Background: an optimization exercise with open tools, aiming at small area, a short achievable clock period and few clock cycles per item. Do not read the settings as production practice.
For this run, only the layout was checked, not whether the RTL still works.

$ cat flow/run.sh
#!/bin/bash
set -euo pipefail
MARGIN="${FLOW_SETUP_MARGIN:-6}"
bash standard.sh finish \
  "BUFFER_PORTS_ARGS=-buffer_cell sky130_fd_sc_hd__buf_1" \
  "SETUP_SLACK_MARGIN=${MARGIN}" > flow_make.log 2>&1
$ cat standard.sh
#!/bin/bash
# synth_recipe.tcl (not shown) runs the flow's synth.tcl, then flattens the netlist and writes it again
# the make line also repeats each setting of config.mk as NAME=value (left out here)
make -C /OpenROAD-flow-scripts/flow DESIGN_CONFIG=/design/flow/config.mk WORK_HOME=/design/flow/orfs CLKGATE_MAP_FILE= SYNTH_SCRIPT=/design/flow/synth_recipe.tcl "${@:-finish}"
$ cat config.mk
export PLATFORM = sky130hd
export DESIGN_NAME = sfl_frame_check
export DESIGN_NICKNAME = sfl_frame_check
export VERILOG_FILES = /design/flow/design.v
export SDC_FILE = /design/flow/constraint.sdc
export NUM_CORES = 4
export LEC_CHECK = 0
export CAP_MARGIN = 20
export CORE_MARGIN = 2
export CORE_UTILIZATION = 30
export SLEW_MARGIN = 20
export TNS_END_PERCENT = 0
$ cat constraint.sdc
create_clock -name core_clock -period 10.0 [get_ports {clk}]
set_input_delay 2.0000 -clock core_clock [delete_from_list [all_inputs] [get_ports {clk}]]
set_output_delay 2.0000 -clock core_clock [all_outputs]
set_load 0.01 [all_outputs]
$ cat design.v
module sfl_frame_check (
    input  wire         clk,
    input  wire         rst,             
    input  wire         start,           
    input  wire [383:0] frame,           
    input  wire [31:0]  cid,
    input  wire [1:0]   conn_state,      
    input  wire [15:0]  last_seq,        
    input  wire [15:0]  connect_seq,     
    output wire         ready,
    output reg          done,
    output wire         accept,
    output wire         ok_a,
    output wire         ok_b,
    output reg          hdr_ok,
    output reg          seq_ok,
    output wire         restart,
    output wire [7:0]   lost,
    output wire [3:0]   conn,
    output wire [7:0]   kind,
    output wire [15:0]  seq,
    output wire [15:0]  echo
);
    localparam [31:0] RES_A = 32'hB798B438;
    localparam [31:0] RES_B = 32'h0843323B;
    wire [7:0]  f_b0      = frame[7:0];
    wire [7:0]  f_kind    = frame[15:8];
    wire [15:0] f_seq     = frame[31:16];
    wire [15:0] f_echo    = frame[47:32];
    wire [7:0]  f_plen    = frame[55:48];
    wire [7:0]  f_flags   = frame[63:56];
    wire [31:0] f_resv    = frame[319:288];
    wire        f_connect = f_flags[0];
    reg  [3:0] ph;
    wire       busy = |ph;
    assign ready = !busy;
    always @(posedge clk) begin
        if (rst) begin
            ph   <= 0;
            done <= 1'b0;
        end else begin
            ph   <= {ph, start && !busy};
            done <= ph[3];
        end
    end
    wire [96-1:0] ca = ({96{ph[0]}} & {frame[63:0], ~cid[31:0]}) |
                     ({96{ph[1]}} & frame[159:64]) |
                     ({96{ph[2]}} & frame[255:160]) |
                     ({96{ph[3]}} & frame[351:256]);
    wire [96-1:0] cb = ({96{ph[0]}} & {frame[63:0], ~cid[31:0]}) |
                     ({96{ph[1]}} & frame[159:64]) |
                     ({96{ph[2]}} & frame[255:160]) |
                     ({96{ph[3]}} & {frame[383:352], frame[319:256]});
    reg  [31:0] crc_a, crc_b;
    wire [31:0] sx_a = (crc_a & {32{!ph[0]}}) ^ ca[31:0];
    wire [31:0] sx_b = (crc_b & {32{!ph[0]}}) ^ cb[31:0];
    wire [31:0] upd_a, upd_b;
    wire [464:0] xt;
    assign xt[0] = ca[46] ^ ca[50];
    assign xt[1] = ca[32] ^ ca[61];
    assign xt[2] = ca[44] ^ ca[45];
    assign xt[3] = ca[42] ^ ca[60];
    assign xt[4] = ca[33] ^ ca[62];
    assign xt[5] = ca[43] ^ ca[48];
    assign xt[6] = ca[36] ^ ca[47];
    assign xt[7] = ca[57] ^ ca[63];
    assign xt[8] = ca[41] ^ ca[51];
    assign xt[9] = sx_b[10] ^ sx_b[8];
    assign xt[10] = ca[35] ^ ca[49];
    assign xt[11] = ca[40] ^ ca[58];
    assign xt[12] = ca[64] ^ ca[87];
    assign xt[13] = ca[70] ^ ca[79];
    assign xt[14] = cb[74] ^ sx_b[21];
    assign xt[15] = ca[34] ^ ca[39];
    assign xt[16] = ca[89] ^ sx_a[27];
    assign xt[17] = ca[90] ^ sx_a[28];
    assign xt[18] = cb[75] ^ sx_b[3];
    assign xt[19] = ca[37] ^ ca[56];
    assign xt[20] = ca[38] ^ ca[54];
    assign xt[21] = ca[53] ^ ca[59];
    assign xt[22] = ca[65] ^ ca[84];
    assign xt[23] = ca[74] ^ sx_a[26];
    assign xt[24] = cb[73] ^ sx_b[1];
    assign xt[25] = cb[78] ^ sx_b[9];
    assign xt[26] = cb[93] ^ sx_b[0];
    assign xt[27] = sx_a[15] ^ sx_a[29];
    assign xt[28] = sx_a[16] ^ sx_a[23];
    assign xt[29] = sx_a[3] ^ sx_a[8];
    assign xt[30] = ca[55] ^ xt[1];
    assign xt[31] = ca[66] ^ sx_a[13];
    assign xt[32] = ca[67] ^ sx_a[10];
    assign xt[33] = ca[68] ^ ca[77];
    assign xt[34] = ca[85] ^ ca[86];
    assign xt[35] = cb[76] ^ sx_b[4];
    assign xt[36] = cb[77] ^ sx_b[5];
    assign xt[37] = cb[90] ^ cb[91];
    assign xt[38] = sx_a[11] ^ sx_a[24];
    assign xt[39] = sx_a[12] ^ sx_a[25];
    assign xt[40] = sx_a[22] ^ sx_a[9];
    assign xt[41] = sx_b[11] ^ sx_b[13];
    assign xt[42] = sx_b[12] ^ sx_b[14];
    assign xt[43] = sx_b[15] ^ sx_b[17];
    assign xt[44] = sx_b[16] ^ sx_b[18];
    assign xt[45] = ca[69] ^ ca[78];
    assign xt[46] = ca[71] ^ ca[80];
    assign xt[47] = ca[72] ^ ca[81];
    assign xt[48] = ca[73] ^ sx_a[18];
    assign xt[49] = ca[82] ^ sx_a[19];
    assign xt[50] = ca[83] ^ sx_a[20];
    assign xt[51] = ca[88] ^ sx_a[14];
    assign xt[52] = ca[91] ^ sx_a[21];
    assign xt[53] = cb[68] ^ sx_b[24];
    assign xt[54] = cb[71] ^ cb[95];
    assign xt[55] = cb[83] ^ cb[92];
    assign xt[56] = cb[89] ^ sx_b[28];
    assign xt[57] = ca[93] ^ xt[0];
    assign xt[58] = cb[70] ^ xt[14];
    assign xt[59] = sx_b[6] ^ xt[25];
    assign xt[60] = sx_b[7] ^ xt[9];
    assign xt[61] = ca[76] ^ sx_a[30];
    assign xt[62] = ca[94] ^ ca[95];
    assign xt[63] = cb[65] ^ cb[94];
    assign xt[64] = cb[69] ^ sx_b[20];
    assign xt[65] = cb[86] ^ sx_b[25];
    assign xt[66] = sx_b[30] ^ xt[24];
    assign xt[67] = xt[13] ^ xt[29];
    assign xt[68] = ca[92] ^ sx_a[31];
    assign xt[69] = cb[67] ^ cb[87];
    assign xt[70] = cb[84] ^ sx_b[2];
    assign xt[71] = cb[85] ^ sx_b[22];
    assign xt[72] = cb[88] ^ sx_b[27];
    assign xt[73] = sx_b[23] ^ sx_b[26];
    assign xt[74] = ca[49] ^ xt[2];
    assign xt[75] = sx_a[17] ^ xt[12];
    assign xt[76] = ca[52] ^ cb[79];
    assign xt[77] = ca[75] ^ sx_a[5];
    assign xt[78] = cb[66] ^ sx_b[19];
    assign xt[79] = sx_a[0] ^ sx_a[4];
    assign xt[80] = sx_a[1] ^ sx_a[6];
    assign xt[81] = sx_a[2] ^ sx_a[7];
    assign xt[82] = ca[45] ^ xt[3];
    assign xt[83] = ca[59] ^ xt[8];
    assign xt[84] = xt[17] ^ xt[40];
    assign xt[85] = xt[21] ^ xt[6];
    assign xt[86] = ca[34] ^ ca[51];
    assign xt[87] = cb[64] ^ cb[82];
    assign xt[88] = ca[35] ^ xt[7];
    assign xt[89] = ca[52] ^ xt[33];
    assign xt[90] = ca[56] ^ xt[4];
    assign xt[91] = cb[80] ^ xt[36];
    assign xt[92] = cb[81] ^ xt[26];
    assign xt[93] = sx_b[29] ^ xt[18];
    assign xt[94] = sx_b[31] ^ xt[44];
    assign xt[95] = xt[16] ^ xt[31];
    assign xt[96] = xt[20] ^ xt[28];
    assign xt[97] = xt[22] ^ xt[34];
    assign xt[98] = xt[27] ^ xt[32];
    assign xt[99] = xt[37] ^ xt[55];
    assign xt[100] = xt[54] ^ xt[71];
    assign xt[101] = ca[44] ^ xt[30];
    assign xt[102] = ca[33] ^ ca[43];
    assign xt[103] = ca[38] ^ ca[39];
    assign xt[104] = ca[50] ^ ca[53];
    assign xt[105] = ca[47] ^ xt[10];
    assign xt[106] = ca[48] ^ xt[15];
    assign xt[107] = ca[54] ^ xt[8];
    assign xt[108] = ca[87] ^ xt[52];
    assign xt[109] = xt[0] ^ xt[41];
    assign xt[110] = xt[11] ^ xt[5];
    assign xt[111] = xt[19] ^ xt[4];
    assign xt[112] = xt[23] ^ xt[46];
    assign xt[113] = xt[35] ^ xt[43];
    assign xt[114] = xt[38] ^ xt[50];
    assign xt[115] = xt[42] ^ xt[56];
    assign xt[116] = xt[45] ^ xt[48];
    assign xt[117] = xt[49] ^ xt[61];
    assign xt[118] = ca[55] ^ ca[61];
    assign xt[119] = ca[92] ^ sx_a[21];
    assign xt[120] = ca[55] ^ xt[2];
    assign xt[121] = ca[62] ^ xt[47];
    assign xt[122] = cb[80] ^ xt[72];
    assign xt[123] = xt[103] ^ xt[63];
    assign xt[124] = xt[69] ^ xt[73];
    assign xt[125] = ca[58] ^ xt[75];
    assign xt[126] = cb[70] ^ xt[60];
    assign xt[127] = cb[88] ^ xt[59];
    assign xt[128] = sx_b[19] ^ xt[58];
    assign xt[129] = xt[108] ^ xt[67];
    assign xt[130] = xt[57] ^ xt[80];
    assign xt[131] = ca[36] ^ cb[75];
    assign xt[132] = ca[37] ^ ca[49];
    assign xt[133] = ca[46] ^ ca[73];
    assign xt[134] = ca[49] ^ ca[95];
    assign xt[135] = ca[63] ^ sx_b[9];
    assign xt[136] = cb[68] ^ cb[77];
    assign xt[137] = cb[72] ^ sx_b[21];
    assign xt[138] = cb[87] ^ sx_b[29];
    assign xt[139] = sx_a[11] ^ sx_a[29];
    assign xt[140] = sx_a[13] ^ sx_a[25];
    assign xt[141] = sx_a[16] ^ sx_a[30];
    assign xt[142] = ca[32] ^ xt[0];
    assign xt[143] = ca[33] ^ xt[5];
    assign xt[144] = ca[37] ^ xt[53];
    assign xt[145] = ca[38] ^ xt[78];
    assign xt[146] = ca[41] ^ xt[3];
    assign xt[147] = ca[52] ^ xt[68];
    assign xt[148] = ca[53] ^ xt[86];
    assign xt[149] = ca[63] ^ xt[5];
    assign xt[150] = ca[66] ^ xt[51];
    assign xt[151] = ca[75] ^ xt[39];
    assign xt[152] = ca[91] ^ xt[2];
    assign xt[153] = cb[79] ^ xt[65];
    assign xt[154] = cb[83] ^ xt[70];
    assign xt[155] = cb[89] ^ xt[76];
    assign xt[156] = cb[93] ^ xt[64];
    assign xt[157] = sx_a[8] ^ xt[77];
    assign xt[158] = xt[15] ^ xt[7];
    assign xt[159] = xt[23] ^ xt[81];
    assign xt[160] = xt[6] ^ xt[62];
    assign xt[161] = ca[40] ^ xt[100];
    assign xt[162] = ca[60] ^ xt[83];
    assign xt[163] = sx_a[18] ^ xt[95];
    assign xt[164] = sx_a[31] ^ xt[85];
    assign xt[165] = sx_a[6] ^ xt[114];
    assign xt[166] = sx_b[13] ^ xt[66];
    assign xt[167] = sx_b[14] ^ xt[94];
    assign xt[168] = sx_b[22] ^ xt[113];
    assign xt[169] = xt[121] ^ xt[97];
    assign xt[170] = xt[28] ^ xt[89];
    assign xt[171] = xt[59] ^ xt[92];
    assign xt[172] = xt[64] ^ xt[93];
    assign xt[173] = xt[79] ^ xt[84];
    assign xt[174] = ca[32] ^ ca[34];
    assign xt[175] = ca[36] ^ sx_b[23];
    assign xt[176] = ca[42] ^ cb[85];
    assign xt[177] = ca[42] ^ sx_a[0];
    assign xt[178] = ca[45] ^ ca[61];
    assign xt[179] = ca[47] ^ ca[57];
    assign xt[180] = ca[53] ^ ca[90];
    assign xt[181] = ca[56] ^ cb[69];
    assign xt[182] = ca[60] ^ sx_b[0];
    assign xt[183] = ca[62] ^ sx_b[17];
    assign xt[184] = ca[70] ^ ca[93];
    assign xt[185] = ca[74] ^ sx_a[12];
    assign xt[186] = ca[89] ^ ca[94];
    assign xt[187] = ca[93] ^ sx_a[7];
    assign xt[188] = ca[94] ^ sx_a[20];
    assign xt[189] = cb[71] ^ sx_b[8];
    assign xt[190] = cb[72] ^ cb[90];
    assign xt[191] = cb[91] ^ cb[92];
    assign xt[192] = cb[95] ^ sx_b[2];
    assign xt[193] = sx_a[19] ^ sx_a[1];
    assign xt[194] = sx_a[23] ^ sx_a[28];
    assign xt[195] = sx_a[24] ^ sx_a[27];
    assign xt[196] = ca[32] ^ xt[7];
    assign xt[197] = ca[35] ^ xt[11];
    assign xt[198] = ca[40] ^ xt[133];
    assign xt[199] = ca[41] ^ xt[0];
    assign xt[200] = ca[48] ^ xt[27];
    assign xt[201] = ca[48] ^ xt[78];
    assign xt[202] = ca[50] ^ xt[141];
    assign xt[203] = ca[51] ^ xt[20];
    assign xt[204] = ca[54] ^ xt[17];
    assign xt[205] = ca[63] ^ xt[6];
    assign xt[206] = ca[67] ^ xt[33];
    assign xt[207] = ca[68] ^ xt[46];
    assign xt[208] = ca[72] ^ xt[50];
    assign xt[209] = ca[76] ^ xt[38];
    assign xt[210] = ca[78] ^ xt[118];
    assign xt[211] = ca[81] ^ xt[22];
    assign xt[212] = ca[84] ^ xt[39];
    assign xt[213] = ca[86] ^ xt[16];
    assign xt[214] = cb[64] ^ xt[70];
    assign xt[215] = cb[69] ^ xt[43];
    assign xt[216] = cb[74] ^ xt[36];
    assign xt[217] = cb[81] ^ xt[35];
    assign xt[218] = cb[82] ^ xt[18];
    assign xt[219] = cb[84] ^ xt[42];
    assign xt[220] = cb[94] ^ xt[138];
    assign xt[221] = sx_a[22] ^ xt[32];
    assign xt[222] = sx_a[26] ^ xt[12];
    assign xt[223] = sx_b[15] ^ xt[6];
    assign xt[224] = sx_b[18] ^ xt[3];
    assign xt[225] = sx_b[20] ^ xt[41];
    assign xt[226] = sx_b[24] ^ xt[1];
    assign xt[227] = sx_b[27] ^ xt[10];
    assign xt[228] = xt[119] ^ xt[195];
    assign xt[229] = xt[136] ^ xt[9];
    assign xt[230] = xt[22] ^ xt[68];
    assign xt[231] = xt[47] ^ xt[48];
    assign xt[232] = xt[53] ^ xt[73];
    assign xt[233] = ca[43] ^ xt[57];
    assign xt[234] = ca[58] ^ xt[58];
    assign xt[235] = ca[65] ^ xt[67];
    assign xt[236] = ca[71] ^ xt[117];
    assign xt[237] = ca[77] ^ xt[96];
    assign xt[238] = ca[85] ^ xt[84];
    assign xt[239] = cb[66] ^ xt[91];
    assign xt[240] = cb[86] ^ xt[122];
    assign xt[241] = sx_a[3] ^ xt[160];
    assign xt[242] = sx_a[4] ^ xt[151];
    assign xt[243] = sx_a[5] ^ xt[112];
    assign xt[244] = sx_b[31] ^ xt[99];
    assign xt[245] = xt[1] ^ xt[116];
    assign xt[246] = xt[10] ^ xt[98];
    assign xt[247] = xt[109] ^ xt[44];
    assign xt[248] = xt[115] ^ xt[54];
    assign xt[249] = xt[139] ^ xt[30];
    assign xt[250] = xt[176] ^ xt[66];
    assign xt[251] = xt[228] ^ xt[51];
    assign xt[252] = xt[231] ^ xt[77];
    assign xt[253] = xt[26] ^ xt[74];
    assign xt[254] = xt[31] ^ xt[97];
    assign xt[255] = xt[37] ^ xt[91];
    assign xt[256] = xt[5] ^ xt[82];
    assign xt[257] = cb[76] ^ xt[101];
    assign xt[258] = sx_a[2] ^ xt[130];
    assign xt[259] = sx_a[9] ^ xt[129];
    assign xt[260] = sx_b[25] ^ xt[168];
    assign xt[261] = sx_b[26] ^ xt[128];
    assign xt[262] = xt[124] ^ xt[126];
    assign xt[263] = xt[164] ^ xt[45];
    assign xt[264] = ca[33] ^ sx_b[30];
    assign xt[265] = ca[34] ^ ca[48];
    assign xt[266] = ca[37] ^ ca[57];
    assign xt[267] = ca[39] ^ ca[69];
    assign xt[268] = ca[40] ^ cb[82];
    assign xt[269] = ca[41] ^ sx_b[6];
    assign xt[270] = ca[43] ^ ca[59];
    assign xt[271] = ca[44] ^ ca[47];
    assign xt[272] = ca[44] ^ ca[67];
    assign xt[273] = ca[44] ^ sx_b[12];
    assign xt[274] = ca[46] ^ cb[73];
    assign xt[275] = ca[46] ^ sx_b[11];
    assign xt[276] = ca[50] ^ sx_b[6];
    assign xt[277] = ca[54] ^ ca[82];
    assign xt[278] = ca[56] ^ ca[70];
    assign xt[279] = ca[60] ^ sx_a[17];
    assign xt[280] = ca[61] ^ cb[76];
    assign xt[281] = ca[75] ^ sx_a[22];
    assign xt[282] = ca[80] ^ sx_a[10];
    assign xt[283] = ca[80] ^ sx_a[14];
    assign xt[284] = ca[82] ^ sx_a[7];
    assign xt[285] = ca[83] ^ sx_a[12];
    assign xt[286] = ca[88] ^ ca[91];
    assign xt[287] = cb[67] ^ cb[78];
    assign xt[288] = cb[72] ^ sx_b[10];
    assign xt[289] = cb[72] ^ sx_b[5];
    assign xt[290] = cb[74] ^ sx_b[22];
    assign xt[291] = cb[75] ^ sx_b[2];
    assign xt[292] = cb[78] ^ sx_b[28];
    assign xt[293] = cb[81] ^ cb[86];
    assign xt[294] = cb[85] ^ sx_b[23];
    assign xt[295] = sx_b[17] ^ sx_b[7];
    assign xt[296] = sx_b[29] ^ sx_b[4];
    assign xt[297] = ca[35] ^ xt[174];
    assign xt[298] = ca[36] ^ xt[62];
    assign xt[299] = ca[39] ^ xt[87];
    assign xt[300] = ca[45] ^ xt[7];
    assign xt[301] = ca[47] ^ xt[11];
    assign xt[302] = ca[50] ^ xt[56];
    assign xt[303] = ca[52] ^ xt[20];
    assign xt[304] = ca[54] ^ xt[65];
    assign xt[305] = ca[60] ^ xt[12];
    assign xt[306] = ca[62] ^ xt[11];
    assign xt[307] = ca[68] ^ xt[52];
    assign xt[308] = ca[85] ^ xt[134];
    assign xt[309] = ca[92] ^ xt[49];
    assign xt[310] = cb[64] ^ xt[9];
    assign xt[311] = cb[68] ^ xt[56];
    assign xt[312] = cb[91] ^ xt[11];
    assign xt[313] = cb[94] ^ xt[135];
    assign xt[314] = sx_a[0] ^ xt[39];
    assign xt[315] = sx_a[15] ^ xt[186];
    assign xt[316] = sx_a[15] ^ xt[29];
    assign xt[317] = sx_a[16] ^ xt[61];
    assign xt[318] = sx_a[18] ^ xt[19];
    assign xt[319] = sx_a[20] ^ xt[62];
    assign xt[320] = sx_a[26] ^ xt[16];
    assign xt[321] = sx_a[28] ^ xt[277];
    assign xt[322] = sx_a[31] ^ xt[51];
    assign xt[323] = sx_a[5] ^ xt[2];
    assign xt[324] = sx_a[8] ^ xt[81];
    assign xt[325] = sx_b[16] ^ xt[19];
    assign xt[326] = sx_b[1] ^ xt[55];
    assign xt[327] = sx_b[21] ^ xt[76];
    assign xt[328] = sx_b[31] ^ xt[266];
    assign xt[329] = sx_b[7] ^ xt[274];
    assign xt[330] = xt[0] ^ xt[4];
    assign xt[331] = xt[1] ^ xt[4];
    assign xt[332] = xt[10] ^ xt[35];
    assign xt[333] = xt[102] ^ xt[187];
    assign xt[334] = xt[102] ^ xt[41];
    assign xt[335] = xt[104] ^ xt[192];
    assign xt[336] = xt[119] ^ xt[13];
    assign xt[337] = xt[13] ^ xt[50];
    assign xt[338] = xt[132] ^ xt[18];
    assign xt[339] = xt[132] ^ xt[21];
    assign xt[340] = xt[135] ^ xt[189];
    assign xt[341] = xt[137] ^ xt[181];
    assign xt[342] = xt[140] ^ xt[272];
    assign xt[343] = xt[15] ^ xt[188];
    assign xt[344] = xt[17] ^ xt[34];
    assign xt[345] = xt[175] ^ xt[182];
    assign xt[346] = xt[177] ^ xt[27];
    assign xt[347] = xt[183] ^ xt[271];
    assign xt[348] = xt[184] ^ xt[46];
    assign xt[349] = xt[191] ^ xt[63];
    assign xt[350] = xt[194] ^ xt[40];
    assign xt[351] = xt[23] ^ xt[49];
    assign xt[352] = xt[269] ^ xt[69];
    assign xt[353] = xt[283] ^ xt[31];
    assign xt[354] = ca[38] ^ xt[208];
    assign xt[355] = ca[42] ^ xt[158];
    assign xt[356] = ca[49] ^ xt[232];
    assign xt[357] = ca[57] ^ xt[83];
    assign xt[358] = ca[58] ^ xt[107];
    assign xt[359] = ca[59] ^ xt[154];
    assign xt[360] = ca[73] ^ xt[120];
    assign xt[361] = ca[79] ^ xt[157];
    assign xt[362] = cb[65] ^ xt[144];
    assign xt[363] = cb[67] ^ xt[224];
    assign xt[364] = cb[73] ^ xt[109];
    assign xt[365] = cb[83] ^ xt[229];
    assign xt[366] = cb[84] ^ xt[100];
    assign xt[367] = cb[87] ^ xt[142];
    assign xt[368] = cb[89] ^ xt[60];
    assign xt[369] = cb[92] ^ xt[156];
    assign xt[370] = cb[95] ^ xt[60];
    assign xt[371] = sx_a[10] ^ xt[152];
    assign xt[372] = sx_a[14] ^ xt[112];
    assign xt[373] = sx_a[17] ^ xt[150];
    assign xt[374] = sx_a[19] ^ xt[57];
    assign xt[375] = sx_a[1] ^ xt[96];
    assign xt[376] = sx_a[29] ^ xt[88];
    assign xt[377] = sx_a[4] ^ xt[147];
    assign xt[378] = sx_b[18] ^ xt[111];
    assign xt[379] = xt[104] ^ xt[90];
    assign xt[380] = xt[105] ^ xt[219];
    assign xt[381] = xt[105] ^ xt[38];
    assign xt[382] = xt[106] ^ xt[107];
    assign xt[383] = xt[110] ^ xt[155];
    assign xt[384] = xt[110] ^ xt[196];
    assign xt[385] = xt[111] ^ xt[146];
    assign xt[386] = xt[111] ^ xt[185];
    assign xt[387] = xt[114] ^ xt[200];
    assign xt[388] = xt[117] ^ xt[308];
    assign xt[389] = xt[120] ^ xt[53];
    assign xt[390] = xt[123] ^ xt[131];
    assign xt[391] = xt[123] ^ xt[215];
    assign xt[392] = xt[124] ^ xt[145];
    assign xt[393] = xt[134] ^ xt[159];
    assign xt[394] = xt[140] ^ xt[222];
    assign xt[395] = xt[143] ^ xt[24];
    assign xt[396] = xt[148] ^ xt[347];
    assign xt[397] = xt[150] ^ xt[80];
    assign xt[398] = xt[153] ^ xt[82];
    assign xt[399] = xt[154] ^ xt[3];
    assign xt[400] = xt[156] ^ xt[72];
    assign xt[401] = xt[157] ^ xt[90];
    assign xt[402] = xt[18] ^ xt[99];
    assign xt[403] = xt[190] ^ xt[220];
    assign xt[404] = xt[197] ^ xt[2];
    assign xt[405] = xt[198] ^ xt[307];
    assign xt[406] = xt[199] ^ xt[285];
    assign xt[407] = xt[201] ^ xt[303];
    assign xt[408] = xt[202] ^ xt[230];
    assign xt[409] = xt[205] ^ xt[227];
    assign xt[410] = xt[209] ^ xt[301];
    assign xt[411] = xt[214] ^ xt[94];
    assign xt[412] = xt[216] ^ xt[93];
    assign xt[413] = xt[218] ^ xt[55];
    assign xt[414] = xt[291] ^ xt[59];
    assign xt[415] = xt[318] ^ xt[67];
    assign xt[416] = xt[319] ^ xt[95];
    assign xt[417] = xt[324] ^ xt[75];
    assign xt[418] = xt[340] ^ xt[36];
    assign xt[419] = xt[344] ^ xt[98];
    assign xt[420] = xt[70] ^ xt[92];
    assign xt[421] = ca[43] ^ xt[161];
    assign xt[422] = ca[64] ^ xt[165];
    assign xt[423] = ca[86] ^ xt[233];
    assign xt[424] = cb[93] ^ xt[162];
    assign xt[425] = sx_a[14] ^ xt[170];
    assign xt[426] = sx_b[19] ^ xt[255];
    assign xt[427] = xt[101] ^ xt[163];
    assign xt[428] = xt[115] ^ xt[247];
    assign xt[429] = xt[125] ^ xt[173];
    assign xt[430] = xt[127] ^ xt[225];
    assign xt[431] = xt[127] ^ xt[82];
    assign xt[432] = xt[14] ^ xt[250];
    assign xt[433] = xt[144] ^ xt[248];
    assign xt[434] = xt[145] ^ xt[167];
    assign xt[435] = xt[149] ^ xt[254];
    assign xt[436] = xt[152] ^ xt[252];
    assign xt[437] = xt[161] ^ xt[280];
    assign xt[438] = xt[166] ^ xt[240];
    assign xt[439] = xt[167] ^ xt[402];
    assign xt[440] = xt[169] ^ xt[350];
    assign xt[441] = xt[169] ^ xt[39];
    assign xt[442] = xt[171] ^ xt[312];
    assign xt[443] = xt[172] ^ xt[273];
    assign xt[444] = xt[179] ^ xt[251];
    assign xt[445] = xt[207] ^ xt[245];
    assign xt[446] = xt[210] ^ xt[354];
    assign xt[447] = xt[213] ^ xt[387];
    assign xt[448] = xt[234] ^ xt[325];
    assign xt[449] = xt[236] ^ xt[45];
    assign xt[450] = xt[237] ^ xt[90];
    assign xt[451] = xt[238] ^ xt[377];
    assign xt[452] = xt[239] ^ xt[25];
    assign xt[453] = xt[241] ^ xt[323];
    assign xt[454] = xt[243] ^ xt[246];
    assign xt[455] = xt[244] ^ xt[368];
    assign xt[456] = xt[249] ^ xt[96];
    assign xt[457] = xt[256] ^ xt[373];
    assign xt[458] = xt[346] ^ xt[410];
    assign xt[459] = ca[95] ^ xt[259];
    assign xt[460] = sx_b[9] ^ xt[261];
    assign xt[461] = xt[146] ^ xt[263];
    assign xt[462] = xt[226] ^ xt[260];
    assign xt[463] = xt[279] ^ xt[454];
    assign xt[464] = xt[429] ^ xt[446];
    assign upd_a[0] = ((xt[457] ^ (xt[242] ^ xt[408])) ^ (((xt[86] ^ xt[204]) ^ (xt[320] ^ xt[339])) ^ (xt[259] ^ xt[445])));
    assign upd_a[1] = ((xt[451] ^ (xt[233] ^ (xt[203] ^ (sx_a[19] ^ xt[13])))) ^ (xt[463] ^ (((xt[286] ^ xt[4]) ^ (xt[47] ^ (ca[69] ^ ca[76]))) ^ xt[427])));
    assign upd_a[2] = ((((xt[32] ^ (ca[51] ^ sx_a[30])) ^ xt[249]) ^ (xt[379] ^ (xt[205] ^ xt[213]))) ^ (((xt[309] ^ xt[343]) ^ (xt[348] ^ (sx_a[6] ^ xt[17]))) ^ (xt[425] ^ xt[436])));
    assign upd_a[3] = (((xt[165] ^ xt[386]) ^ (xt[405] ^ (xt[147] ^ xt[148]))) ^ (((xt[200] ^ xt[204]) ^ (xt[75] ^ xt[88])) ^ (((ca[45] ^ xt[187]) ^ (xt[47] ^ xt[62])) ^ xt[449])));
    assign upd_a[4] = (((xt[256] ^ xt[372]) ^ (xt[376] ^ (xt[57] ^ xt[83]))) ^ (xt[464] ^ ((xt[89] ^ xt[95]) ^ ((ca[37] ^ xt[284]) ^ xt[241]))));
    assign upd_a[5] = ((((xt[278] ^ (ca[66] ^ ca[83])) ^ xt[125]) ^ (xt[375] ^ ((ca[89] ^ sx_a[26]) ^ xt[121]))) ^ (((xt[142] ^ xt[147]) ^ (xt[207] ^ xt[314])) ^ ((xt[98] ^ (sx_a[9] ^ xt[15])) ^ xt[453])));
    assign upd_a[6] = (((xt[381] ^ (xt[151] ^ xt[158])) ^ ((xt[210] ^ xt[321]) ^ (xt[353] ^ (xt[102] ^ xt[3])))) ^ (xt[459] ^ (((xt[32] ^ xt[47]) ^ (xt[68] ^ (ca[40] ^ ca[89]))) ^ xt[258])));
    assign upd_a[7] = (((xt[417] ^ (xt[120] ^ xt[211])) ^ ((xt[306] ^ xt[317]) ^ (xt[321] ^ (sx_a[11] ^ xt[184])))) ^ (xt[461] ^ (((xt[19] ^ xt[281]) ^ (xt[52] ^ (ca[83] ^ ca[94]))) ^ (xt[163] ^ xt[246]))));
    assign upd_a[8] = (((xt[236] ^ xt[238]) ^ (xt[406] ^ xt[415])) ^ (((xt[206] ^ xt[230]) ^ (xt[298] ^ (ca[59] ^ xt[7]))) ^ (xt[456] ^ xt[457])));
    assign upd_a[9] = (((xt[374] ^ xt[394]) ^ (xt[419] ^ ((ca[58] ^ ca[75]) ^ xt[106]))) ^ (((xt[208] ^ (ca[95] ^ xt[21])) ^ xt[444]) ^ (xt[450] ^ (xt[235] ^ xt[360]))));
    assign upd_a[10] = ((xt[423] ^ xt[458]) ^ (((xt[281] ^ xt[68]) ^ xt[415]) ^ ((xt[30] ^ xt[88]) ^ ((xt[180] ^ xt[185]) ^ (xt[188] ^ xt[267])))));
    assign upd_a[11] = ((((xt[52] ^ xt[61]) ^ ((ca[32] ^ ca[44]) ^ (sx_a[13] ^ sx_a[9]))) ^ xt[450]) ^ ((xt[242] ^ xt[357]) ^ ((xt[110] ^ xt[160]) ^ (xt[348] ^ (xt[12] ^ xt[193])))));
    assign upd_a[12] = (((xt[173] ^ xt[252]) ^ (xt[358] ^ xt[416])) ^ (((xt[212] ^ xt[317]) ^ (xt[89] ^ (xt[102] ^ xt[104]))) ^ (((xt[267] ^ xt[282]) ^ (xt[7] ^ (sx_a[24] ^ sx_a[2]))) ^ (xt[101] ^ xt[129]))));
    assign upd_a[13] = (((xt[170] ^ xt[361]) ^ (xt[386] ^ xt[388])) ^ (((xt[80] ^ xt[110]) ^ (xt[211] ^ xt[221])) ^ ((xt[305] ^ (ca[50] ^ xt[139])) ^ xt[427])));
    assign upd_a[14] = (((xt[129] ^ xt[165]) ^ (xt[237] ^ xt[385])) ^ ((((ca[71] ^ ca[76]) ^ xt[196]) ^ (xt[309] ^ xt[320])) ^ ((xt[342] ^ (ca[84] ^ xt[34])) ^ ((xt[48] ^ xt[5]) ^ (xt[79] ^ xt[81])))));
    assign upd_a[15] = ((((xt[33] ^ xt[34]) ^ xt[243]) ^ (xt[251] ^ xt[355])) ^ (((xt[212] ^ xt[333]) ^ (xt[74] ^ (xt[193] ^ xt[29]))) ^ xt[464]));
    assign upd_a[16] = (((xt[361] ^ xt[394]) ^ (xt[404] ^ ((ca[56] ^ ca[88]) ^ xt[116]))) ^ (((xt[343] ^ (sx_a[10] ^ xt[16])) ^ ((xt[27] ^ xt[270]) ^ (xt[52] ^ xt[79]))) ^ (xt[258] ^ xt[440])));
    assign upd_a[17] = (((xt[162] ^ xt[376]) ^ (xt[397] ^ (xt[117] ^ xt[159]))) ^ (((xt[198] ^ xt[336]) ^ (xt[84] ^ (xt[16] ^ xt[28]))) ^ (((xt[282] ^ xt[34]) ^ (xt[38] ^ (ca[65] ^ ca[87]))) ^ xt[453])));
    assign upd_a[18] = (((xt[358] ^ xt[393]) ^ ((xt[116] ^ xt[211]) ^ (xt[336] ^ xt[85]))) ^ (((xt[98] ^ (xt[174] ^ xt[40])) ^ xt[422]) ^ (xt[423] ^ xt[425])));
    assign upd_a[19] = (((xt[351] ^ (xt[48] ^ xt[51])) ^ xt[451]) ^ ((xt[371] ^ xt[381]) ^ (((ca[34] ^ sx_a[23]) ^ xt[30]) ^ (xt[315] ^ xt[333]))));
    assign upd_a[20] = ((xt[447] ^ ((xt[180] ^ xt[28]) ^ xt[371])) ^ ((xt[374] ^ xt[401]) ^ (((ca[74] ^ ca[92]) ^ xt[297]) ^ (xt[298] ^ xt[314]))));
    assign upd_a[21] = ((((xt[3] ^ xt[51]) ^ xt[130]) ^ (xt[164] ^ xt[235])) ^ ((xt[416] ^ (xt[79] ^ xt[143])) ^ ((xt[209] ^ xt[88]) ^ xt[445])));
    assign upd_a[22] = ((xt[436] ^ ((xt[62] ^ (ca[78] ^ ca[88])) ^ xt[125])) ^ ((xt[408] ^ (xt[159] ^ xt[206])) ^ ((xt[316] ^ xt[85]) ^ ((sx_a[27] ^ xt[177]) ^ (xt[193] ^ xt[4])))));
    assign upd_a[23] = (((xt[108] ^ xt[212]) ^ ((sx_a[20] ^ xt[180]) ^ ((ca[42] ^ ca[61]) ^ (ca[63] ^ ca[70])))) ^ (xt[258] ^ (xt[372] ^ xt[388])));
    assign upd_a[24] = ((((xt[265] ^ xt[33]) ^ xt[173]) ^ (xt[245] ^ xt[417])) ^ (((xt[315] ^ xt[337]) ^ (xt[339] ^ xt[353])) ^ ((xt[82] ^ (ca[47] ^ xt[141])) ^ xt[441])));
    assign upd_a[25] = (((((ca[61] ^ ca[81]) ^ xt[116]) ^ (xt[322] ^ xt[330])) ^ xt[459]) ^ (xt[463] ^ (xt[435] ^ ((ca[90] ^ xt[49]) ^ xt[375]))));
    assign upd_a[26] = ((((xt[3] ^ (ca[37] ^ ca[39])) ^ xt[360]) ^ (((sx_a[21] ^ sx_a[2]) ^ xt[149]) ^ (xt[204] ^ xt[221]))) ^ (((xt[316] ^ xt[351]) ^ xt[263]) ^ (xt[422] ^ xt[441])));
    assign upd_a[27] = ((xt[456] ^ (xt[242] ^ xt[405])) ^ ((((sx_a[27] ^ sx_a[3]) ^ xt[305]) ^ (xt[337] ^ xt[74])) ^ (((xt[19] ^ xt[23]) ^ (xt[284] ^ xt[40])) ^ xt[435])));
    assign upd_a[28] = ((((xt[61] ^ xt[79]) ^ xt[254]) ^ (xt[401] ^ xt[406])) ^ (((xt[112] ^ xt[221]) ^ (xt[74] ^ xt[75])) ^ (((ca[69] ^ xt[103]) ^ (xt[118] ^ xt[194])) ^ xt[444])));
    assign upd_a[29] = ((xt[458] ^ (xt[130] ^ xt[163])) ^ (((xt[106] ^ xt[206]) ^ (xt[300] ^ xt[322])) ^ (((sx_a[25] ^ xt[278]) ^ (xt[77] ^ (ca[51] ^ ca[87]))) ^ xt[440])));
    assign upd_a[30] = (((xt[170] ^ xt[384]) ^ (xt[397] ^ xt[419])) ^ (((xt[81] ^ xt[105]) ^ (xt[222] ^ xt[83])) ^ (((sx_a[24] ^ xt[133]) ^ (xt[186] ^ xt[39])) ^ xt[449])));
    assign upd_a[31] = (((xt[235] ^ xt[393]) ^ (((ca[33] ^ ca[72]) ^ xt[202]) ^ (xt[342] ^ xt[89]))) ^ (xt[461] ^ (xt[447] ^ ((ca[90] ^ xt[286]) ^ xt[125]))));
    assign upd_b[0] = (((xt[399] ^ xt[403]) ^ ((xt[106] ^ xt[311]) ^ (xt[331] ^ (xt[189] ^ xt[76])))) ^ (xt[460] ^ (xt[260] ^ (xt[253] ^ xt[364]))));
    assign upd_b[1] = ((((xt[72] ^ xt[73]) ^ xt[172]) ^ (xt[255] ^ xt[380])) ^ (((xt[148] ^ xt[313]) ^ (xt[330] ^ xt[66])) ^ (((cb[74] ^ xt[178]) ^ (xt[288] ^ xt[44])) ^ xt[421])));
    assign upd_b[2] = (((xt[171] ^ xt[244]) ^ (xt[366] ^ xt[398])) ^ ((xt[409] ^ ((ca[39] ^ cb[75]) ^ xt[107])) ^ ((xt[220] ^ xt[232]) ^ (xt[310] ^ (xt[1] ^ xt[264])))));
    assign upd_b[3] = ((((xt[296] ^ (ca[55] ^ sx_b[2])) ^ xt[128]) ^ (xt[362] ^ (xt[215] ^ xt[299]))) ^ (((xt[345] ^ xt[74]) ^ xt[421]) ^ (xt[438] ^ xt[455])));
    assign upd_b[4] = ((((xt[293] ^ (ca[40] ^ sx_b[5])) ^ xt[166]) ^ (xt[172] ^ xt[356])) ^ ((xt[385] ^ (xt[106] ^ xt[113])) ^ ((xt[327] ^ xt[349]) ^ xt[434])));
    assign upd_b[5] = (((xt[355] ^ xt[369]) ^ ((xt[227] ^ xt[335]) ^ (xt[352] ^ xt[58]))) ^ (xt[462] ^ ((xt[91] ^ (xt[268] ^ (ca[43] ^ sx_b[30]))) ^ xt[434])));
    assign upd_b[6] = ((((xt[190] ^ xt[69]) ^ xt[383]) ^ (xt[411] ^ xt[412])) ^ ((((ca[34] ^ sx_b[8]) ^ xt[107]) ^ (xt[217] ^ xt[329])) ^ ((xt[345] ^ (xt[10] ^ xt[178])) ^ xt[430])));
    assign upd_b[7] = (((xt[127] ^ xt[362]) ^ ((xt[155] ^ xt[199]) ^ (xt[218] ^ xt[332]))) ^ (((xt[60] ^ xt[85]) ^ xt[426]) ^ (xt[432] ^ ((xt[183] ^ xt[42]) ^ xt[101]))));
    assign upd_b[8] = (((xt[239] ^ xt[378]) ^ (xt[398] ^ xt[414])) ^ (((xt[149] ^ xt[203]) ^ (xt[217] ^ xt[223])) ^ (((xt[104] ^ xt[290]) ^ (xt[41] ^ xt[64])) ^ xt[455])));
    assign upd_b[9] = ((((xt[87] ^ (cb[92] ^ sx_b[16])) ^ xt[171]) ^ ((xt[158] ^ xt[203]) ^ (xt[219] ^ xt[327]))) ^ (((xt[338] ^ (xt[275] ^ xt[5])) ^ xt[257]) ^ (xt[262] ^ xt[426])));
    assign upd_b[10] = (((xt[379] ^ xt[389]) ^ (((cb[71] ^ cb[77]) ^ xt[105]) ^ (xt[113] ^ xt[122]))) ^ (((xt[123] ^ xt[225]) ^ (xt[326] ^ xt[60])) ^ (((sx_b[12] ^ xt[71]) ^ (xt[76] ^ xt[87])) ^ xt[442])));
    assign upd_b[11] = (((xt[370] ^ xt[382]) ^ (xt[420] ^ (xt[153] ^ xt[300]))) ^ (((xt[326] ^ xt[341]) ^ ((xt[175] ^ xt[21]) ^ (xt[268] ^ xt[63]))) ^ (xt[428] ^ xt[452])));
    assign upd_b[12] = ((xt[433] ^ (((cb[85] ^ sx_b[1]) ^ (sx_b[25] ^ sx_b[3])) ^ xt[382])) ^ ((xt[404] ^ (xt[217] ^ xt[30])) ^ (((xt[14] ^ xt[179]) ^ (xt[276] ^ xt[287])) ^ ((xt[288] ^ xt[4]) ^ (xt[87] ^ (cb[66] ^ cb[80]))))));
    assign upd_b[13] = ((((xt[295] ^ xt[69]) ^ xt[128]) ^ (xt[390] ^ xt[418])) ^ ((((cb[82] ^ cb[84]) ^ xt[197]) ^ (xt[302] ^ (xt[181] ^ xt[293]))) ^ (xt[257] ^ xt[424])));
    assign upd_b[14] = ((((xt[131] ^ (ca[52] ^ cb[66])) ^ xt[357]) ^ (xt[365] ^ xt[378])) ^ ((xt[403] ^ ((cb[70] ^ sx_b[20]) ^ xt[299])) ^ (xt[431] ^ xt[437])));
    assign upd_b[15] = ((xt[262] ^ (xt[253] ^ xt[384])) ^ ((xt[391] ^ ((cb[88] ^ sx_b[13]) ^ xt[335])) ^ (((xt[136] ^ xt[264]) ^ (xt[290] ^ xt[292])) ^ ((xt[296] ^ xt[37]) ^ (xt[65] ^ (ca[37] ^ ca[41]))))));
    assign upd_b[16] = (((xt[407] ^ (xt[214] ^ xt[306])) ^ xt[462]) ^ ((((sx_b[23] ^ xt[14]) ^ (xt[289] ^ xt[292])) ^ xt[424]) ^ (xt[439] ^ ((xt[72] ^ (cb[69] ^ cb[95])) ^ xt[166]))));
    assign upd_b[17] = (((xt[352] ^ (xt[137] ^ xt[21])) ^ xt[439]) ^ (((xt[265] ^ xt[294]) ^ xt[389]) ^ (xt[418] ^ ((cb[65] ^ sx_b[20]) ^ xt[109]))));
    assign upd_b[18] = ((((xt[53] ^ xt[78]) ^ ((ca[32] ^ ca[51]) ^ (cb[64] ^ sx_b[10]))) ^ xt[431]) ^ ((xt[168] ^ xt[380]) ^ ((xt[304] ^ xt[329]) ^ (xt[341] ^ (xt[191] ^ xt[26])))));
    assign upd_b[19] = ((xt[262] ^ ((xt[71] ^ (ca[57] ^ sx_b[25])) ^ xt[247])) ^ ((xt[369] ^ xt[395]) ^ ((xt[155] ^ xt[216]) ^ (xt[223] ^ (xt[118] ^ xt[63])))));
    assign upd_b[20] = ((xt[448] ^ (xt[240] ^ xt[356])) ^ ((xt[396] ^ xt[414]) ^ (((sx_b[11] ^ sx_b[8]) ^ xt[201]) ^ ((xt[26] ^ xt[42]) ^ (xt[54] ^ (cb[90] ^ cb[94]))))));
    assign upd_b[21] = (((xt[363] ^ xt[370]) ^ (((sx_b[27] ^ sx_b[4]) ^ xt[331]) ^ (xt[88] ^ xt[92]))) ^ ((((xt[15] ^ xt[20]) ^ (xt[24] ^ xt[275])) ^ xt[261]) ^ (xt[443] ^ ((xt[37] ^ xt[53]) ^ xt[359]))));
    assign upd_b[22] = ((xt[443] ^ (xt[250] ^ xt[367])) ^ ((xt[383] ^ xt[409]) ^ (((ca[55] ^ sx_b[26]) ^ xt[99]) ^ ((xt[26] ^ xt[289]) ^ (xt[43] ^ xt[87])))));
    assign upd_b[23] = ((xt[438] ^ ((xt[63] ^ xt[8]) ^ xt[253])) ^ ((xt[411] ^ (xt[143] ^ xt[58])) ^ ((xt[85] ^ xt[99]) ^ ((sx_b[28] ^ xt[19]) ^ (xt[276] ^ xt[35])))));
    assign upd_b[24] = ((((xt[56] ^ xt[86]) ^ xt[367]) ^ (xt[407] ^ xt[412])) ^ ((xt[420] ^ ((sx_b[14] ^ sx_b[1]) ^ xt[100])) ^ ((xt[328] ^ xt[349]) ^ (xt[74] ^ (xt[295] ^ xt[3])))));
    assign upd_b[25] = (((xt[366] ^ xt[392]) ^ (xt[396] ^ xt[413])) ^ (((xt[153] ^ xt[224]) ^ (xt[311] ^ xt[66])) ^ (xt[430] ^ ((xt[5] ^ (ca[35] ^ ca[55])) ^ xt[234]))));
    assign upd_b[26] = ((((xt[64] ^ (sx_b[24] ^ sx_b[28])) ^ xt[126]) ^ (xt[363] ^ xt[364])) ^ (((xt[122] ^ xt[297]) ^ (xt[304] ^ xt[313])) ^ ((xt[90] ^ (sx_b[31] ^ xt[131])) ^ ((xt[270] ^ xt[294]) ^ (xt[42] ^ xt[43])))));
    assign upd_b[27] = ((((xt[65] ^ xt[86]) ^ (xt[223] ^ xt[310])) ^ ((xt[334] ^ xt[88]) ^ ((cb[81] ^ xt[138]) ^ (xt[182] ^ xt[44])))) ^ (xt[460] ^ (xt[257] ^ xt[433])));
    assign upd_b[28] = ((xt[448] ^ (xt[390] ^ xt[399])) ^ ((xt[400] ^ (xt[115] ^ xt[142])) ^ ((xt[229] ^ xt[332]) ^ (xt[66] ^ (cb[79] ^ xt[87])))));
    assign upd_b[29] = ((((sx_b[0] ^ xt[6]) ^ xt[359]) ^ (xt[391] ^ ((ca[51] ^ cb[90]) ^ xt[302]))) ^ (((xt[328] ^ xt[334]) ^ (xt[58] ^ xt[93])) ^ (xt[437] ^ xt[452])));
    assign upd_b[30] = ((xt[442] ^ (xt[365] ^ xt[392])) ^ (((xt[338] ^ (xt[178] ^ xt[192])) ^ ((xt[43] ^ xt[65]) ^ (xt[8] ^ (ca[33] ^ cb[94])))) ^ (xt[428] ^ xt[432])));
    assign upd_b[31] = (((xt[162] ^ xt[248]) ^ (xt[395] ^ xt[400])) ^ ((xt[413] ^ (xt[226] ^ xt[74])) ^ ((xt[94] ^ (xt[137] ^ xt[287])) ^ ((xt[65] ^ (ca[38] ^ ca[47])) ^ xt[126]))));
    always @(posedge clk) begin
        crc_a <= upd_a;
        crc_b <= upd_b;
    end
    assign ok_a = (crc_a == RES_A);
    assign ok_b = (crc_b == RES_B);
    reg pad_ok;
    integer p;
    always @* begin
        pad_ok = 1'b1;
        for (p = 0; p < 24; p = p + 1)
            if (p >= f_plen && frame[64 + 8*p +: 8] != 8'h00)
                pad_ok = 1'b0;
    end
    wire kind_ok   = (f_kind == 8'h81) || (f_kind == 8'h00 && f_plen == 8'd4);
    wire hdr_check = (f_b0[7:4] == 4'h1) && kind_ok && (f_plen <= 8'd24) &&
                     (f_flags[7:2] == 6'd0) && f_flags[1] && pad_ok && (f_resv == 32'd0);
    wire [15:0] dm1    = f_seq + ~last_seq;       
    wire        in_win = (dm1[15:8] == 8'd0);      
    wire seq_check = (conn_state == 2'd1) ? (f_connect && (f_echo == connect_seq)) :
                     (conn_state == 2'd2) ? (f_connect || in_win) : 1'b0;
    wire lost_on   = (conn_state == 2'd2) && !f_connect && in_win;
    reg       pass_r, restart_r;
    reg [7:0] lost_r;
    always @(posedge clk) begin
        hdr_ok    <= hdr_check;
        seq_ok    <= seq_check;
        pass_r    <= hdr_check && seq_check;
        restart_r <= hdr_check && seq_check && f_connect;
        lost_r    <= (hdr_check && lost_on) ? dm1[7:0] : 8'd0;
    end
    wire crc_ok = ok_a && ok_b;
    assign accept  = crc_ok && pass_r;
    assign restart = crc_ok && restart_r;
    assign lost    = {8{crc_ok}} & lost_r;
    assign conn    = f_b0[3:0];
    assign kind    = f_kind;
    assign seq     = f_seq;
    assign echo    = f_echo;
endmodule
==> run notes <==
CTS sink cnt 81; Initial Util 0.304; initial antenna violation count 18; Critical Path Stages 12; Post-Route WL 131 mm; Reg2Reg Setup Slack between 5 and 6 ns; most frequent cells in the layout xnor2_1, buf_1, xor2_1; Initial DRC Count 2937; Seq/Total Area, Yosys 0.0842; Vias/cell about 5.6; die height 257 microns; Die ar. 66300 sq um; Layout Nets between 3000 and 4000; Mapped Cells roughly 2200; hold violation count in the final report 0; max-cap viol count 0; core area 63300 sq um; detailed-route wire length per cell between 30 and 40 microns; drt pass-1 iters 10; Post-synth EDFFs 0; dpl hpwl 115 mm; total congestion overflow 0; cells along the critical path buf_1 -> a22oi_1 -> nand2_2 -> xor2_4 -> buf_4 -> xnor2_1 -> xnor2_1 -> xnor2_1 -> xnor2_1 -> xnor2_1 -> xnor2_1 -> xnor2_1; largest family of logic cells by synthesized area XOR/XNOR gates; Slew headroom 0.289; CP max-delay cell xnor2_1; XOR/XNOR share of the synthesized area 0.650; synthesized area 19300 sq um; CTS clk-pin slew, worst paths 0.07 ns; Post-Synth Adder-Cell Area 0.0108; Hold WC Path Type flip-flop to flip-flop; Setup crit end kind flip-flop; Crit path top cell by count xnor2_1; area of the multi-input gates 19300 sq um; count of cell types in the netlist 58; HP Start ph[2]; largest stage delay on the critical path 0.46 ns; skew final 0.0155 ns; Die Width ~260 microns; final non-filler cell area ~26000 sq um; GRT Overall Usage 0.381; Final Critical Period ~4.8 ns; setup TNS 0 ns; Syn. warnings 1; Seq cells post-synth 81; synthesis-to-finish area growth 32.8%; first-pass GRT wire length 171 mm; Hold Crit Depth 1; CTS Buf Count 9; IO Count slightly above 500; placed instance area roughly 22000 sq um; layout cell share with drive strength beyond 1 0.207; Synth Area in Simple Gates 0.0949; largest net degree at the start of global routing 80; sequential cell area ~1600 sq um; number of global-route vias before repair 19700; Post-synth top flop dfxtp_1; WS Path Type primary input to flip-flop; Cell Rows 92; Port Buf Inserts 512; Min-Delay Endpoint ph[3]; crit share post-route 0.475; Routed Antenna Nets 0; Max Fanout on Critical Path 7; CTS tree done; worst reg2reg path depth 10; fmax between 200 and 250 MHz; commonest non-fill, non-tap cell in the layout xnor2_1; RSZ-0062 raised after global routing true; max-slew violations 0; buffers plus inverters on the worst setup path 2; H-tree depth 3; vias after detailed routing 20400; startpoint types primary input; DRC 0; Filler Cells Inserted 6667; delay-heaviest family, CP XOR/XNOR gates; worst-case clock buffer depth 2; Worst-Margin Slew 1.06 ns; worst r2r src ph[0]; status finished clean; final-report setup violation count 0; clk root buf clkbuf_16; critical path arrival 4.99 ns; reg2reg end crc_b[2]; syn_nets about 2700; worst path required time 10.24 ns; Async SR Flop Fraction 0; mux contribution to synthesized area 0; GP Congestion 1.10; Avg Inst Size Synth 8.79 sq um; post-synthesis compound-gate area fraction 0.118; Clock Latency Late Sink between 0.3 and 0.4 ns
==> final cells by class <==
type / count / share of cell area
Clock buffer: 10 / 0.00934
Antenna cell: 12 / 0.00117
Tap cell: 846 / 0.0414
Multi-Input combinational cell: 1982 / 0.754
Sequential cell: 81 / 0.0640
Clock inverter: 5 / 0.00152
Inverter: 24 / 0.00352
Timing Repair Buffer: 670 / 0.125
==> metrics by stage <==
stage	util	setup WS, ns	instances	hold slack, ns
3_5_place_dp	0.349	4.13	3500	0.750
5_1_grt	0.404	5.27	3628	0.790
4_1_cts	0.383	5.32	3569	0.760
2_1_floorplan	-	5.58	2192	0.979
6_report	0.404	5.25	3630	0.781
3_3_place_gp	0.348	3.87	3497	0.756
==> cell families (layout without fill, tap and decap cells) <==
| kind of cell | after synthesis | in the layout |
|---|---|---|
| AND/OR/NAND/NOR | 375 | 375 |
| flip-flops | 81 | 81 |
| XOR/XNOR | 1326 | 1326 |
| buffers and inverters | 129 | 709 |
| other | 0 | 12 |
| AO/OA/AOI/OAI | 265 | 265 |
| adder cells (fa/ha/maj) | 16 | 16 |
==> state kept, by name, indices dropped and copies added (netlist names) <==
signal	flops
crc_a	32
crc_b	32
lost_r	8
ph	4
done	1
hdr_ok	1
pass_r	1
restart_r	1
seq_ok	1
==> cell usage after synthesis, types with 9 or more instances <==
master,n,area [sq um]
nor4_1,62,388
xor2_1,268,2350
a21o_1,9,67.6
nand2_1,174,653
a21oi_1,16,80.1
nand4_1,14,87.6
o21ai_1,11,55.1
inv_1,24,90.1
buf_2,28,140
nor2b_1,9,56.3
and3_1,10,62.6
xor2_2,57,927
buf_6,12,135
o21ai_0,12,60.1
o21ai_4,17,277
buf_4,54,405
a222oi_1,63,631
nand3_1,41,205
a22oi_1,69,518
ha_1,15,188
xor2_4,10,275
o21ai_2,36,315
nor2_1,26,97.6
xnor2_1,959,8400
dfxtp_1,81,1620
xnor2_2,24,390
==> what timing repair did <==
item,4_1_cts,5_1_grt
endpoints found under the setup margin,132,133
gates resized for setup,208,125
hold buffers,0,0
setup buffers,54,49
pin swaps,49,43
==> routing by layer <==
metal,share of wire,GRT usage
met1,0.38,0.474
met2,0.43,0.580
met3,0.11,0.0975
met4,0.080,0.255
met5,0.00017,0
==> how the worst max path moves through the flow <==
stage	from	end	slack, ns
global route	frame[65]	crc_a[6]	5.27
CTS	frame[66]	crc_b[16]	5.32
finish	frame[13]	crc_a[16]	5.25
floorplan	frame[65]	crc_b[25]	5.58
global placement	frame[31]	crc_b[21]	3.87
detailed placement	frame[2]	crc_b[25]	4.13

what the ideal ports hide:
How much do the figures lean on ideal ports? The routed layout below was timed once more, with nothing changed but the port constraints.
Step 1: set_driving_cell puts a clkbuf_16 on clk and a buf_2 on each other input, an assumption about the parent block.
Step 2 adds t to the input delays and takes it off the output delays; t is the mean of the earliest and latest rising clock arrival at the registers after step 1. Input paths then give back, and output paths get back, about the clock's delay inside the block.
a / b / c = ideal / step 1 / step 2; a / b = the first two.
t (ns): 0.433
slack for setup (ns): 5.249 / 5.251 / 4.817
hold WS [ns]: 0.781 / 0.781 / 0.781
worst slew at a driven data input, ns: 0.21
After both steps setup and hold are still met in this run. The setup slack of this run moves by +0.002 ns with the drivers and by -0.432 ns with both steps.
